From an optimization exercise on the open Yosys and OpenROAD flow, aimed at small area, a short achievable clock period and few clock cycles per item; shortcuts taken in it are not production practice.
Only simulation tests tie the RTL to the original design; equivalence was not proved.
Power is estimated from default activity; no workload was simulated.

$ cat flow/run.sh
#!/bin/bash
# synth_recipe.tcl (not shown) runs the flow's synth.tcl, then flattens the netlist and writes it again
# the make line also repeats each setting of config.mk as NAME=value (left out here)
make -C /OpenROAD-flow-scripts/flow DESIGN_CONFIG=/design/flow/config.mk WORK_HOME=/design/flow/orfs CLKGATE_MAP_FILE= SYNTH_SCRIPT=/design/flow/synth_recipe.tcl finish
$ cat flow/config.mk
export PLATFORM = sky130hd
export DESIGN_NAME = ryunt_rs_dec
export DESIGN_NICKNAME = ryunt_rs_dec
export VERILOG_FILES = /design/flow/design.v
export SDC_FILE = /design/flow/constraint.sdc
export NUM_CORES = 4
export LEC_CHECK = 0
export CAP_MARGIN = 20
export CORE_MARGIN = 2
export CORE_UTILIZATION = 40
export SLEW_MARGIN = 20
$ cat flow/constraint.sdc
create_clock -name core_clock -period 12.0 [get_ports {clk}]
set_input_delay 2.4000 -clock core_clock [delete_from_list [all_inputs] [get_ports {clk}]]
set_output_delay 2.4000 -clock core_clock [all_outputs]
set_load 0.01 [all_outputs]
$ cat flow/design.v
module ryunt_rs_dec (
  input  wire       clk,
  input  wire       rst,         
  input  wire       in_valid,
  output wire       in_ready,
  input  wire [7:0] in_data,
  input  wire       in_erase,
  output wire       out_valid,
  output wire [7:0] out_data,
  output wire       out_last,
  output wire       out_fail,
  output wire [2:0] out_ncorr
);
  localparam integer RING  = 135;
  localparam integer PORTS = 9;
  localparam integer SP    = 15;
  function [7:0] gf_mul(input [7:0] a, input [7:0] b);
    integer i;
    reg [7:0] p, aa;
    begin
      p  = 8'h00;
      aa = a;
      for (i = 0; i < 8; i = i + 1) begin
        if (b[i]) p = p ^ aa;
        aa = {aa[6:0], 1'b0} ^ (aa[7] ? 8'h1d : 8'h00);
      end
      gf_mul = p;
    end
  endfunction
  function [7:0] gf_inv(input [7:0] a);
    case (a)
      8'h00: gf_inv = 8'h00;
      8'h01: gf_inv = 8'h01;
      8'h02: gf_inv = 8'h8e;
      8'h03: gf_inv = 8'hf4;
      8'h04: gf_inv = 8'h47;
      8'h05: gf_inv = 8'ha7;
      8'h06: gf_inv = 8'h7a;
      8'h07: gf_inv = 8'hba;
      8'h08: gf_inv = 8'had;
      8'h09: gf_inv = 8'h9d;
      8'h0a: gf_inv = 8'hdd;
      8'h0b: gf_inv = 8'h98;
      8'h0c: gf_inv = 8'h3d;
      8'h0d: gf_inv = 8'haa;
      8'h0e: gf_inv = 8'h5d;
      8'h0f: gf_inv = 8'h96;
      8'h10: gf_inv = 8'hd8;
      8'h11: gf_inv = 8'h72;
      8'h12: gf_inv = 8'hc0;
      8'h13: gf_inv = 8'h58;
      8'h14: gf_inv = 8'he0;
      8'h15: gf_inv = 8'h3e;
      8'h16: gf_inv = 8'h4c;
      8'h17: gf_inv = 8'h66;
      8'h18: gf_inv = 8'h90;
      8'h19: gf_inv = 8'hde;
      8'h1a: gf_inv = 8'h55;
      8'h1b: gf_inv = 8'h80;
      8'h1c: gf_inv = 8'ha0;
      8'h1d: gf_inv = 8'h83;
      8'h1e: gf_inv = 8'h4b;
      8'h1f: gf_inv = 8'h2a;
      8'h20: gf_inv = 8'h6c;
      8'h21: gf_inv = 8'hed;
      8'h22: gf_inv = 8'h39;
      8'h23: gf_inv = 8'h51;
      8'h24: gf_inv = 8'h60;
      8'h25: gf_inv = 8'h56;
      8'h26: gf_inv = 8'h2c;
      8'h27: gf_inv = 8'h8a;
      8'h28: gf_inv = 8'h70;
      8'h29: gf_inv = 8'hd0;
      8'h2a: gf_inv = 8'h1f;
      8'h2b: gf_inv = 8'h4a;
      8'h2c: gf_inv = 8'h26;
      8'h2d: gf_inv = 8'h8b;
      8'h2e: gf_inv = 8'h33;
      8'h2f: gf_inv = 8'h6e;
      8'h30: gf_inv = 8'h48;
      8'h31: gf_inv = 8'h89;
      8'h32: gf_inv = 8'h6f;
      8'h33: gf_inv = 8'h2e;
      8'h34: gf_inv = 8'ha4;
      8'h35: gf_inv = 8'hc3;
      8'h36: gf_inv = 8'h40;
      8'h37: gf_inv = 8'h5e;
      8'h38: gf_inv = 8'h50;
      8'h39: gf_inv = 8'h22;
      8'h3a: gf_inv = 8'hcf;
      8'h3b: gf_inv = 8'ha9;
      8'h3c: gf_inv = 8'hab;
      8'h3d: gf_inv = 8'h0c;
      8'h3e: gf_inv = 8'h15;
      8'h3f: gf_inv = 8'he1;
      8'h40: gf_inv = 8'h36;
      8'h41: gf_inv = 8'h5f;
      8'h42: gf_inv = 8'hf8;
      8'h43: gf_inv = 8'hd5;
      8'h44: gf_inv = 8'h92;
      8'h45: gf_inv = 8'h4e;
      8'h46: gf_inv = 8'ha6;
      8'h47: gf_inv = 8'h04;
      8'h48: gf_inv = 8'h30;
      8'h49: gf_inv = 8'h88;
      8'h4a: gf_inv = 8'h2b;
      8'h4b: gf_inv = 8'h1e;
      8'h4c: gf_inv = 8'h16;
      8'h4d: gf_inv = 8'h67;
      8'h4e: gf_inv = 8'h45;
      8'h4f: gf_inv = 8'h93;
      8'h50: gf_inv = 8'h38;
      8'h51: gf_inv = 8'h23;
      8'h52: gf_inv = 8'h68;
      8'h53: gf_inv = 8'h8c;
      8'h54: gf_inv = 8'h81;
      8'h55: gf_inv = 8'h1a;
      8'h56: gf_inv = 8'h25;
      8'h57: gf_inv = 8'h61;
      8'h58: gf_inv = 8'h13;
      8'h59: gf_inv = 8'hc1;
      8'h5a: gf_inv = 8'hcb;
      8'h5b: gf_inv = 8'h63;
      8'h5c: gf_inv = 8'h97;
      8'h5d: gf_inv = 8'h0e;
      8'h5e: gf_inv = 8'h37;
      8'h5f: gf_inv = 8'h41;
      8'h60: gf_inv = 8'h24;
      8'h61: gf_inv = 8'h57;
      8'h62: gf_inv = 8'hca;
      8'h63: gf_inv = 8'h5b;
      8'h64: gf_inv = 8'hb9;
      8'h65: gf_inv = 8'hc4;
      8'h66: gf_inv = 8'h17;
      8'h67: gf_inv = 8'h4d;
      8'h68: gf_inv = 8'h52;
      8'h69: gf_inv = 8'h8d;
      8'h6a: gf_inv = 8'hef;
      8'h6b: gf_inv = 8'hb3;
      8'h6c: gf_inv = 8'h20;
      8'h6d: gf_inv = 8'hec;
      8'h6e: gf_inv = 8'h2f;
      8'h6f: gf_inv = 8'h32;
      8'h70: gf_inv = 8'h28;
      8'h71: gf_inv = 8'hd1;
      8'h72: gf_inv = 8'h11;
      8'h73: gf_inv = 8'hd9;
      8'h74: gf_inv = 8'he9;
      8'h75: gf_inv = 8'hfb;
      8'h76: gf_inv = 8'hda;
      8'h77: gf_inv = 8'h79;
      8'h78: gf_inv = 8'hdb;
      8'h79: gf_inv = 8'h77;
      8'h7a: gf_inv = 8'h06;
      8'h7b: gf_inv = 8'hbb;
      8'h7c: gf_inv = 8'h84;
      8'h7d: gf_inv = 8'hcd;
      8'h7e: gf_inv = 8'hfe;
      8'h7f: gf_inv = 8'hfc;
      8'h80: gf_inv = 8'h1b;
      8'h81: gf_inv = 8'h54;
      8'h82: gf_inv = 8'ha1;
      8'h83: gf_inv = 8'h1d;
      8'h84: gf_inv = 8'h7c;
      8'h85: gf_inv = 8'hcc;
      8'h86: gf_inv = 8'he4;
      8'h87: gf_inv = 8'hb0;
      8'h88: gf_inv = 8'h49;
      8'h89: gf_inv = 8'h31;
      8'h8a: gf_inv = 8'h27;
      8'h8b: gf_inv = 8'h2d;
      8'h8c: gf_inv = 8'h53;
      8'h8d: gf_inv = 8'h69;
      8'h8e: gf_inv = 8'h02;
      8'h8f: gf_inv = 8'hf5;
      8'h90: gf_inv = 8'h18;
      8'h91: gf_inv = 8'hdf;
      8'h92: gf_inv = 8'h44;
      8'h93: gf_inv = 8'h4f;
      8'h94: gf_inv = 8'h9b;
      8'h95: gf_inv = 8'hbc;
      8'h96: gf_inv = 8'h0f;
      8'h97: gf_inv = 8'h5c;
      8'h98: gf_inv = 8'h0b;
      8'h99: gf_inv = 8'hdc;
      8'h9a: gf_inv = 8'hbd;
      8'h9b: gf_inv = 8'h94;
      8'h9c: gf_inv = 8'hac;
      8'h9d: gf_inv = 8'h09;
      8'h9e: gf_inv = 8'hc7;
      8'h9f: gf_inv = 8'ha2;
      8'ha0: gf_inv = 8'h1c;
      8'ha1: gf_inv = 8'h82;
      8'ha2: gf_inv = 8'h9f;
      8'ha3: gf_inv = 8'hc6;
      8'ha4: gf_inv = 8'h34;
      8'ha5: gf_inv = 8'hc2;
      8'ha6: gf_inv = 8'h46;
      8'ha7: gf_inv = 8'h05;
      8'ha8: gf_inv = 8'hce;
      8'ha9: gf_inv = 8'h3b;
      8'haa: gf_inv = 8'h0d;
      8'hab: gf_inv = 8'h3c;
      8'hac: gf_inv = 8'h9c;
      8'had: gf_inv = 8'h08;
      8'hae: gf_inv = 8'hbe;
      8'haf: gf_inv = 8'hb7;
      8'hb0: gf_inv = 8'h87;
      8'hb1: gf_inv = 8'he5;
      8'hb2: gf_inv = 8'hee;
      8'hb3: gf_inv = 8'h6b;
      8'hb4: gf_inv = 8'heb;
      8'hb5: gf_inv = 8'hf2;
      8'hb6: gf_inv = 8'hbf;
      8'hb7: gf_inv = 8'haf;
      8'hb8: gf_inv = 8'hc5;
      8'hb9: gf_inv = 8'h64;
      8'hba: gf_inv = 8'h07;
      8'hbb: gf_inv = 8'h7b;
      8'hbc: gf_inv = 8'h95;
      8'hbd: gf_inv = 8'h9a;
      8'hbe: gf_inv = 8'hae;
      8'hbf: gf_inv = 8'hb6;
      8'hc0: gf_inv = 8'h12;
      8'hc1: gf_inv = 8'h59;
      8'hc2: gf_inv = 8'ha5;
      8'hc3: gf_inv = 8'h35;
      8'hc4: gf_inv = 8'h65;
      8'hc5: gf_inv = 8'hb8;
      8'hc6: gf_inv = 8'ha3;
      8'hc7: gf_inv = 8'h9e;
      8'hc8: gf_inv = 8'hd2;
      8'hc9: gf_inv = 8'hf7;
      8'hca: gf_inv = 8'h62;
      8'hcb: gf_inv = 8'h5a;
      8'hcc: gf_inv = 8'h85;
      8'hcd: gf_inv = 8'h7d;
      8'hce: gf_inv = 8'ha8;
      8'hcf: gf_inv = 8'h3a;
      8'hd0: gf_inv = 8'h29;
      8'hd1: gf_inv = 8'h71;
      8'hd2: gf_inv = 8'hc8;
      8'hd3: gf_inv = 8'hf6;
      8'hd4: gf_inv = 8'hf9;
      8'hd5: gf_inv = 8'h43;
      8'hd6: gf_inv = 8'hd7;
      8'hd7: gf_inv = 8'hd6;
      8'hd8: gf_inv = 8'h10;
      8'hd9: gf_inv = 8'h73;
      8'hda: gf_inv = 8'h76;
      8'hdb: gf_inv = 8'h78;
      8'hdc: gf_inv = 8'h99;
      8'hdd: gf_inv = 8'h0a;
      8'hde: gf_inv = 8'h19;
      8'hdf: gf_inv = 8'h91;
      8'he0: gf_inv = 8'h14;
      8'he1: gf_inv = 8'h3f;
      8'he2: gf_inv = 8'he6;
      8'he3: gf_inv = 8'hf0;
      8'he4: gf_inv = 8'h86;
      8'he5: gf_inv = 8'hb1;
      8'he6: gf_inv = 8'he2;
      8'he7: gf_inv = 8'hf1;
      8'he8: gf_inv = 8'hfa;
      8'he9: gf_inv = 8'h74;
      8'hea: gf_inv = 8'hf3;
      8'heb: gf_inv = 8'hb4;
      8'hec: gf_inv = 8'h6d;
      8'hed: gf_inv = 8'h21;
      8'hee: gf_inv = 8'hb2;
      8'hef: gf_inv = 8'h6a;
      8'hf0: gf_inv = 8'he3;
      8'hf1: gf_inv = 8'he7;
      8'hf2: gf_inv = 8'hb5;
      8'hf3: gf_inv = 8'hea;
      8'hf4: gf_inv = 8'h03;
      8'hf5: gf_inv = 8'h8f;
      8'hf6: gf_inv = 8'hd3;
      8'hf7: gf_inv = 8'hc9;
      8'hf8: gf_inv = 8'h42;
      8'hf9: gf_inv = 8'hd4;
      8'hfa: gf_inv = 8'he8;
      8'hfb: gf_inv = 8'h75;
      8'hfc: gf_inv = 8'h7f;
      8'hfd: gf_inv = 8'hff;
      8'hfe: gf_inv = 8'h7e;
      8'hff: gf_inv = 8'hfd;
      default: gf_inv = 8'h00;
    endcase
  endfunction
  function [7:0] alpha_pow(input integer j);
    case (j)
      0: alpha_pow = 8'h01;
      1: alpha_pow = 8'h02;
      2: alpha_pow = 8'h04;
      3: alpha_pow = 8'h08;
      4: alpha_pow = 8'h10;
      5: alpha_pow = 8'h20;
      default: alpha_pow = 8'h40;
    endcase
  endfunction
  function [7:0] alpha_ipow(input integer j);
    case (j)
      0: alpha_ipow = 8'h01;
      1: alpha_ipow = 8'h8e;
      2: alpha_ipow = 8'h47;
      3: alpha_ipow = 8'had;
      4: alpha_ipow = 8'hd8;
      5: alpha_ipow = 8'h6c;
      default: alpha_ipow = 8'h36;
    endcase
  endfunction
  integer i, j;
  reg  [8*RING-1:0] ring;
  reg  [3:0] dw_port, dr_port;     
  reg  [3:0] dw_off,  dr_off;      
  reg  [7:0] occ;                  
  reg  [7:0] rd_cnt;               
  reg  [7:0] ib;                   
  reg        cap_pending;          
  reg        res_valid;            
  localparam [3:0] E_IDLE = 4'd0, E_BMD = 4'd1, E_BMC = 4'd2, E_BMU = 4'd3,
                   E_OM   = 4'd4, E_CHK = 4'd5, E_WAIT = 4'd6, E_CH = 4'd7,
                   E_FL   = 4'd8, E_POST = 4'd9;
  reg  [3:0] est;
  wire aligned_w = (dw_off == 4'd0);
  wire aligned_r = (dr_off == 4'd0);
  wire rd_now    = aligned_r && ((rd_cnt != 8'd0) || res_valid);
  wire space     = (occ != RING) || rd_now;
  wire wr_ok     = aligned_w && space &&
                   !((ib == 8'd0) && cap_pending && (est != E_IDLE));
  wire wr        = in_valid && wr_ok;
  assign in_ready = wr_ok;
  always @(posedge clk) begin
    ring <= {ring[8*RING-9:0], ring[8*RING-1 -: 8]};
    for (i = 0; i < PORTS; i = i + 1)
      if (wr && dw_port == i) ring[8*i*SP +: 8] <= in_data;
  end
  reg [7:0] tap;
  always @* begin
    tap = ring[8*(RING-1) +: 8];
    for (i = 1; i < PORTS; i = i + 1)
      if (dr_port == i) tap = ring[8*(i*SP-1) +: 8];
  end
  always @(posedge clk) begin
    if (rst) begin
      dw_port <= 4'd0; dw_off <= 4'd0;
      dr_port <= 4'd0; dr_off <= 4'd0;
      occ <= 8'd0;
      ib  <= 8'd0;
      rd_cnt <= 8'd0;
    end else begin
      if (!wr) begin
        if (dw_off == SP-1) begin
          dw_off  <= 4'd0;
          dw_port <= (dw_port == PORTS-1) ? 4'd0 : dw_port + 4'd1;
        end else dw_off <= dw_off + 4'd1;
      end
      if (!rd_now) begin
        if (dr_off == SP-1) begin
          dr_off  <= 4'd0;
          dr_port <= (dr_port == PORTS-1) ? 4'd0 : dr_port + 4'd1;
        end else dr_off <= dr_off + 4'd1;
      end
      occ <= occ + {7'd0, wr} - {7'd0, rd_now};
      if (wr) ib <= (ib == 8'd133) ? 8'd0 : ib + 8'd1;
      if (rd_now) rd_cnt <= (rd_cnt == 8'd133) ? 8'd0 : rd_cnt + 8'd1;
    end
  end
  reg [7:0] sacc [0:5];
  reg [7:0] gacc [1:6];
  reg [2:0] ecnt;
  reg [7:0] tg [0:6];
  reg [2:0] ec0;
  reg       er;
  always @* begin
    tg[0] = 8'h01;
    for (j = 1; j < 7; j = j + 1)
      tg[j] = (ib == 8'd0) ? 8'h00 : gf_mul(gacc[j], alpha_pow(j));
    ec0 = (ib == 8'd0) ? 3'd0 : ecnt;
    er  = in_erase && (ec0 != 3'd7);
  end
  always @(posedge clk) begin
    if (wr) begin
      for (j = 0; j < 6; j = j + 1)
        sacc[j] <= ((ib == 8'd0) ? 8'h00 : gf_mul(sacc[j], alpha_pow(j))) ^ in_data;
      for (j = 1; j < 7; j = j + 1)
        gacc[j] <= tg[j] ^ (er ? tg[j-1] : 8'h00);
      ecnt <= ec0 + {2'd0, er};
    end
  end
  wire clean = (sacc[0] == 8'h00) && (sacc[1] == 8'h00) && (sacc[2] == 8'h00) &&
               (sacc[3] == 8'h00) && (sacc[4] == 8'h00) && (sacc[5] == 8'h00);
  reg [7:0] S [0:5];
  reg [7:0] L [1:6];       
  reg [7:0] Q [1:6];       
  reg [7:0] O [0:5];       
  reg [7:0] acc, cc, dbinv;
  reg       lc;
  reg [2:0] f;
  reg [3:0] blen;
  reg [2:0] r, li, si, oj;
  reg [7:0] k;
  reg [2:0] nfound, ldeg_q;
  reg       efail, fast;
  reg       fl;
  reg       p1v, p2v;
  reg [7:0] p1pos, p1om, p1odd, p2pos, p2om, p2inv;
  reg       res_fail;
  reg [2:0] res_ncorr, res_n;
  reg [7:0] cpos [0:5];
  reg [7:0] cval [0:5];
  reg [7:0] ma, mb;
  always @* begin
    case (est)
      E_BMD, E_OM: begin ma = L[li]; mb = S[si]; end
      E_BMC:       begin ma = acc;   mb = dbinv; end
      E_BMU:       begin ma = cc;    mb = Q[li]; end
      default:     begin ma = p2om;  mb = p2inv; end
    endcase
  end
  wire [7:0] mp = gf_mul(ma, mb);
  wire [7:0] inv_in  = (est == E_BMC) ? acc : p1odd;
  wire [7:0] inv_out = gf_inv(inv_in);
  reg [7:0] lsum, odd, osum;
  always @* begin
    lsum = 8'h01;
    odd  = 8'h00;
    for (j = 1; j < 7; j = j + 1) begin
      lsum = lsum ^ L[j];
      if (j % 2 == 1) odd = odd ^ L[j];
    end
    osum = 8'h00;
    for (j = 0; j < 6; j = j + 1) osum = osum ^ O[j];
  end
  wire root = (lsum == 8'h00);
  reg [2:0] ldeg;
  always @* begin
    ldeg = 3'd0;
    for (j = 1; j < 7; j = j + 1)
      if (L[j] != 8'h00) ldeg = j[2:0];
  end
  wire lc_now = ({blen, 1'b0} <= {2'b00, r} - 5'd1 + {2'b00, f});
  always @(posedge clk) begin
    p2v   <= p1v;
    p2pos <= p1pos;
    p2om  <= p1om;
    p2inv <= inv_out;
    p1v   <= 1'b0;
    if (p2v) begin
      cpos[res_n] <= p2pos;
      cval[res_n] <= mp;
      res_n <= res_n + 3'd1;
    end
    if (rst) begin
      est       <= E_IDLE;
      res_valid <= 1'b0;
      cap_pending <= 1'b0;
      p1v <= 1'b0;
      p2v <= 1'b0;
    end else begin
      if (wr && ib == 8'd133) cap_pending <= 1'b1;
      if (rd_now && rd_cnt == 8'd127) res_valid <= 1'b0;
      case (est)
        E_IDLE: if (cap_pending) begin
          cap_pending <= 1'b0;
          for (j = 0; j < 6; j = j + 1) begin
            S[j] <= sacc[j];
            O[j] <= sacc[j];
          end
          for (j = 1; j < 7; j = j + 1) L[j] <= gacc[j];
          Q[1] <= 8'h01;
          for (j = 2; j < 7; j = j + 1) Q[j] <= gacc[j-1];
          f     <= ecnt;
          blen  <= {1'b0, ecnt};
          dbinv <= 8'h01;
          oj <= 3'd1;
          if (ecnt == 3'd7 || clean) begin
            if (!res_valid) begin
              res_valid <= 1'b1;
              res_fail  <= (ecnt == 3'd7);
              res_n     <= 3'd0;
              res_ncorr <= 3'd0;
            end else begin
              efail <= (ecnt == 3'd7);
              fast  <= 1'b1;
              est   <= E_POST;
            end
          end else if (ecnt == 3'd6) begin
            li  <= 3'd1;
            si  <= 3'd0;
            est <= E_OM;
          end else begin
            r   <= ecnt + 3'd1;
            acc <= sacc[ecnt];
            li  <= 3'd1;
            si  <= ecnt - 3'd1;
            est <= E_BMD;
          end
        end
        E_BMD: begin
          if (li < r) begin
            acc <= acc ^ mp;
            li  <= li + 3'd1;
            si  <= si - 3'd1;
          end else
            est <= E_BMC;
        end
        E_BMC: begin
          if (acc == 8'h00) begin
            Q[1] <= 8'h00;
            for (j = 2; j < 7; j = j + 1) Q[j] <= Q[j-1];
            if (r == 3'd6) begin
              li <= 3'd1; si <= 3'd0; est <= E_OM;
            end else begin
              r <= r + 3'd1; acc <= S[r]; li <= 3'd1; si <= r - 3'd1; est <= E_BMD;
            end
          end else begin
            cc <= mp;
            lc <= lc_now;
            if (lc_now) begin
              dbinv <= inv_out;
              blen  <= {1'b0, r} + {1'b0, f} - blen;
            end
            li  <= 3'd6;
            est <= E_BMU;
          end
        end
        E_BMU: begin
          L[li] <= L[li] ^ mp;
          if (li != 3'd6) Q[li+1] <= lc ? L[li] : Q[li];
          if (li == 3'd1) begin
            Q[1] <= lc ? 8'h01 : 8'h00;
            if (r == 3'd6) begin
              li <= 3'd1; si <= 3'd0; est <= E_OM;
            end else begin
              r <= r + 3'd1; acc <= S[r]; li <= 3'd1; si <= r - 3'd1; est <= E_BMD;
            end
          end else
            li <= li - 3'd1;
        end
        E_OM: begin
          O[oj] <= O[oj] ^ mp;
          if (li == oj) begin
            if (oj == 3'd5) est <= E_CHK;
            else begin
              oj <= oj + 3'd1; li <= 3'd1; si <= oj;
            end
          end else begin
            li <= li + 3'd1; si <= si - 3'd1;
          end
        end
        E_CHK: begin
          ldeg_q <= ldeg;
          if (({1'b0, ldeg, 1'b0} > 5'd6 + {2'b00, f}) || ({1'b0, ldeg} != blen)) begin
            efail <= 1'b1; fast <= 1'b1; est <= E_POST;
          end else if (ldeg == 3'd0) begin
            efail <= 1'b0; fast <= 1'b1; est <= E_POST;
          end else
            est <= E_WAIT;
        end
        E_WAIT: if (!res_valid) begin
          res_n     <= 3'd0;
          res_ncorr <= 3'd0;
          nfound    <= 3'd0;
          k         <= 8'd133;
          est       <= E_CH;
        end
        E_CH: begin
          p1v   <= root;
          p1pos <= k;
          p1om  <= osum;
          p1odd <= odd;
          if (root) begin
            nfound <= nfound + 3'd1;
            if (osum != 8'h00 && odd != 8'h00) res_ncorr <= res_ncorr + 3'd1;
          end
          for (j = 1; j < 7; j = j + 1) L[j] <= gf_mul(L[j], alpha_ipow(j));
          for (j = 1; j < 6; j = j + 1) O[j] <= gf_mul(O[j], alpha_ipow(j));
          k <= k - 8'd1;
          if ((root && nfound + 3'd1 == ldeg_q) || k == 8'd0) begin
            fl  <= 1'b0;
            est <= E_FL;
          end
        end
        E_FL: begin
          fl <= 1'b1;
          if (fl) begin
            efail <= (nfound != ldeg_q);
            fast  <= 1'b0;
            est   <= E_POST;
          end
        end
        E_POST: if (!res_valid) begin
          res_valid <= 1'b1;
          res_fail  <= efail;
          if (fast) begin
            res_n     <= 3'd0;
            res_ncorr <= 3'd0;
          end
          est <= E_IDLE;
        end
        default: est <= E_IDLE;
      endcase
    end
  end
  reg [7:0] corr;
  always @* begin
    corr = 8'h00;
    for (i = 0; i < 6; i = i + 1)
      if (i < res_n && cpos[i] == rd_cnt) corr = corr ^ cval[i];
  end
  reg       ov, ol, of;
  reg [7:0] od;
  reg [2:0] onc;
  always @(posedge clk) begin
    if (rst) ov <= 1'b0;
    else     ov <= rd_now && (rd_cnt < 8'd128);
    od  <= tap ^ (res_fail ? 8'h00 : corr);
    ol  <= (rd_cnt == 8'd127);
    of  <= res_fail;
    onc <= res_fail ? 3'd0 : res_ncorr;
  end
  assign out_valid = ov;
  assign out_data  = od;
  assign out_last  = ol;
  assign out_fail  = of;
  assign out_ncorr = onc;
endmodule
==> impl_metrics.ini <==
[run_status]
status = finished clean

[final_layout]
nNetsFinal = 5245
syn_to_final_growth_pct = 13.0
final.fill_count = 13900
final_cells = 7314
drive_gt1_share_pct = 10.3

[cts]
ctsHoldBuffers = 0
cts.htree.levels = 4
cts_resized = 0
cts_buffer_depth = 3
cts_buffers = 162
cts_tree = built
insertion_delay_ns = 0.79
post_cts_buffers = 0
clk_pin_slew_ns = 0.06
clock-sinks = 1699
clockRootBuffer = clkbuf_16

[floorplan]
pin_count = 27
core_mm2 = 0.154
num_rows = 144
fp.dieH_um = 398
die_x_um = 398
start_util_pct = 40.2
die-area_mm2 = 0.158

[power]
swShare_pct = 41.3
p_int_w = 0.0126
seq_power_share_pct = 34.6
combinationalPowerShare_pct = 41.0
ir_drop_mv = 0.930
clockPowerShare_pct = 24.4
pwr_density_cell_mw_per_mm2 = 307
p_leak_nw = 25.8
switchingPower_w = 0.00889

[timing]
post-route-period-util_pct = 51.0
rsz0062_at_grt = no
finalSetupTns_ns = 0
tightest_slew_ns = 1.26
fmax_ghz = 0.163
hold_viol = 0
period_minus_slack_ns = 6.12
skew_ns = 0.0859
setup_violations = 0
report.final.slew_viol_count = 0
relSlewSlack_pct = 15.8

[route]
drtPass1Iterations = 6
wirelength_um = 163000
num_vias = 39300
avgRoutedWirePerCell_um = 22.3
drt_iter0_markers = 4193
ant_nets = 0
viasPerCell = 5.38
drc = 0

[synthesis]
async_reset_ff_share_pct = 0
avgSynthCellArea_um2 = 12.0
seq_area_frac_synth_pct = 63.4
ys_top_cells_by_area = dfxtp_1 (38%), edfxtp_1 (25%), xnor2_1 (5.4%)
syn_nets = 5271
syn_inst = 5158
synth_edf_count = 524
syn-cell-area_mm2 = 0.0620
ys_types = 96
synth_area_leader_cell = dfxtp_1
ys_ff_latch = 1699
synth_flop_cell = dfxtp_1
ys_warn_count = 5
synth_top_area_share_pct = 38.0

[global_routing]
antenna_found_initial = 6
busiest_layer = met2
globalRouteOverflowTotal = 0
grt_pass1_wl_um = 243000
met2_usage_pct = 32.0
first_global_vias = 37500
grt_usage_pct = 20.3
use_met1_pct = 27.7
grt_util_met3_pct = 3.54
grt_max_degree = 70

[critical_path]
crit_end = in_ready
crit_arrival_ns = 3.72
critical_path_class = reg2out
reg2reg_from = est[2]$_SDFFE_PP0P_
cp-startpoint = rd_cnt[0]$_SDFFE_PP0P_
rrSetupSlack_ns = 6.34
max_stage_delay_ns = 0.67
critical_path.max_fanout = 11
r2r-end = L[3][7]$_DFFE_PP_
worstSetupEndpointType = output port
cp.required_ns = 9.60
path_cells = inv_1, ha_1, nor4b_1, a21boi_1, nor3_1, a311oi_1, clkdlybuf4s50_1
cp-start-kind = flop
worstRegToRegCells = 10
cp_slowest_cell = clkdlybuf4s50_1

[placed_design]
io_buffers = 26
dp_hpwl_um = 109000
place_congestion = 0.937
dp_cells = 7011

[hold_path]
min_path_type = reg2reg
min_from = ring[1005]$_DFF_P_

[flow_run]
cap_violations = 0
## registers in the layout, indices dropped and copies added, names as in the netlist, 48 cells and up, named ones only
name and cells:
Q 64, ring 1080, cval 48, O 64, S 48, sacc 48
gacc 48, cpos 48, L 64
## layer usage
metal  wire length (µm)  share of wire, %  vias up
li1                   -                 -    18100
met1              70300                43    19200
met2              74400                46     1632
met3              11600               7.1      379
met4               6790               4.2        0
met5                  0                 0        -
## placed cells by master (no fill, tap or decap), types with 34 or more instances in the layout
cell,count
nor2b_1,57
nor3_1,78
xnor2_1,379
nor2_1,337
o21ai_0,200
a22oi_1,35
and2_1,34
a31oi_1,40
xor2_1,175
mux4_2,39
buf_4,72
a21oi_1,244
clkbuf_16,164
clkbuf_1,35
o211ai_1,46
nand3_1,61
dfxtp_1,1175
nand2_1,474
nor4_1,36
mux2_2,99
and3_1,38
ha_1,96
mux2i_1,81
a211oi_1,73
edfxtp_1,524
inv_1,110
## cells in the mapped netlist (all sizes together), types with 84 or more instances
| library cell | number |
|---|---|
| xnor2 | 389 |
| o21ai | 225 |
| nor2 | 342 |
| ha | 96 |
| edfxtp | 524 |
| mux2i | 89 |
| nand2 | 474 |
| mux2 | 99 |
| a21oi | 245 |
| nor3 | 84 |
| dfxtp | 1175 |
| inv | 113 |
| clkbuf | 223 |
| xor2 | 180 |
## through the flow
step / instance area, µm² / total power, W / worst slack (ns) / utilization (%) / hold WS, ns
global route: 70000 / 0.0223 / 5.73 / 45.4 / 0.273
floorplan: 62000 / 0.0124 / 3.79 / - / 0.310
finish: 70000 / 0.0215 / 5.88 / 45.4 / 0.269
global placement: 64300 / 0.0162 / 6.30 / 41.8 / 0.309
CTS: 70000 / 0.0215 / 5.75 / 45.4 / 0.265
detailed placement: 64400 / 0.0162 / 6.19 / 41.8 / 0.312
## worst max-delay path: cells and delay by family (launching register included)
family,cells,cell delay [ns]
AOI/OAI and AO/OA,2,1.05
buffers and inverters,2,0.80
DFF,1,0.65
and+or+nand+nor,2,0.25
adders and majority gates,1,0.21
## worst min path at each step
stage,cells past startpoint,endpoint,slack (ns)
after floorplan,0,ring[1000]$_DFF_P_,0.31
after CTS,0,ring[1013]$_DFF_P_,0.27
after global routing,0,ring[1013]$_DFF_P_,0.27
final,0,ring[1013]$_DFF_P_,0.27
after global placement,0,ring[683]$_DFF_P_,0.31
after detailed placement,0,ring[142]$_DFF_P_,0.31
## power groups by stage
stage                     Sequential, W  Combinational (W)  Clock (W)
final                           0.00745            0.00881    0.00524
after global routing            0.00747            0.00927    0.00558
after CTS                       0.00745            0.00868    0.00534
after detailed placement        0.00757            0.00862          0
after global placement          0.00756            0.00859          0
after floorplan                 0.00735            0.00510          0
## layout make-up
class | instances | area (µm²) | share of cell area [%]
Sequential cell | 1699 | 39300 | 56.1
Multi-Input combinational cell | 3056 | 21300 | 30.5
Clock buffer | 219 | 4510 | 6.44
Tap cell | 2044 | 2560 | 3.65
Clock inverter | 82 | 1120 | 1.60
Timing Repair Buffer | 98 | 796 | 1.14
Inverter | 115 | 433 | 0.618
Antenna cell | 1 | 2.50 | 0.00358
## logic make-up (layout without fill, tap and decap cells)
kind of cell / count (synthesis) / in the layout / share of synthesized area (%)
flops: 1699 / 1699 / 63.4
xor+xnor: 577 / 577 / 8.55
simple gates: 1246 / 1246 / 9.14
other cells: 0 / 1 / 0
fa+ha+maj: 101 / 101 / 2.10
compound gates: 902 / 902 / 9.45
buf+inv: 403 / 514 / 2.58
mux: 230 / 230 / 4.82
Testbench counts, summed over its fixed seeds: cycles 312,340, items 1,600.

## port drivers added, routing unchanged
The results above use ideal ports. As a check the final layout listed here was re-extracted and re-timed, cells and wires unchanged. Step 1: set_driving_cell puts a clkbuf_16 on clk and a buf_2 on each other input, an assumption about the parent block. Step 2 also shifts input and output timing later by t, the mid clock arrival at the registers, as if the neighbouring blocks saw the same clock. Three values: ideal ports, drivers, drivers and shift; two values: the first two.
t (ns): 0.825
slack for setup (ns): 5.878 / 5.805 / 6.199
hold WS [ns]: 0.269 / 0.269 / 0.269
After both steps this run still meets setup and hold. The setup slack of this run moves by -0.073 ns with the drivers and by +0.321 ns with both steps.
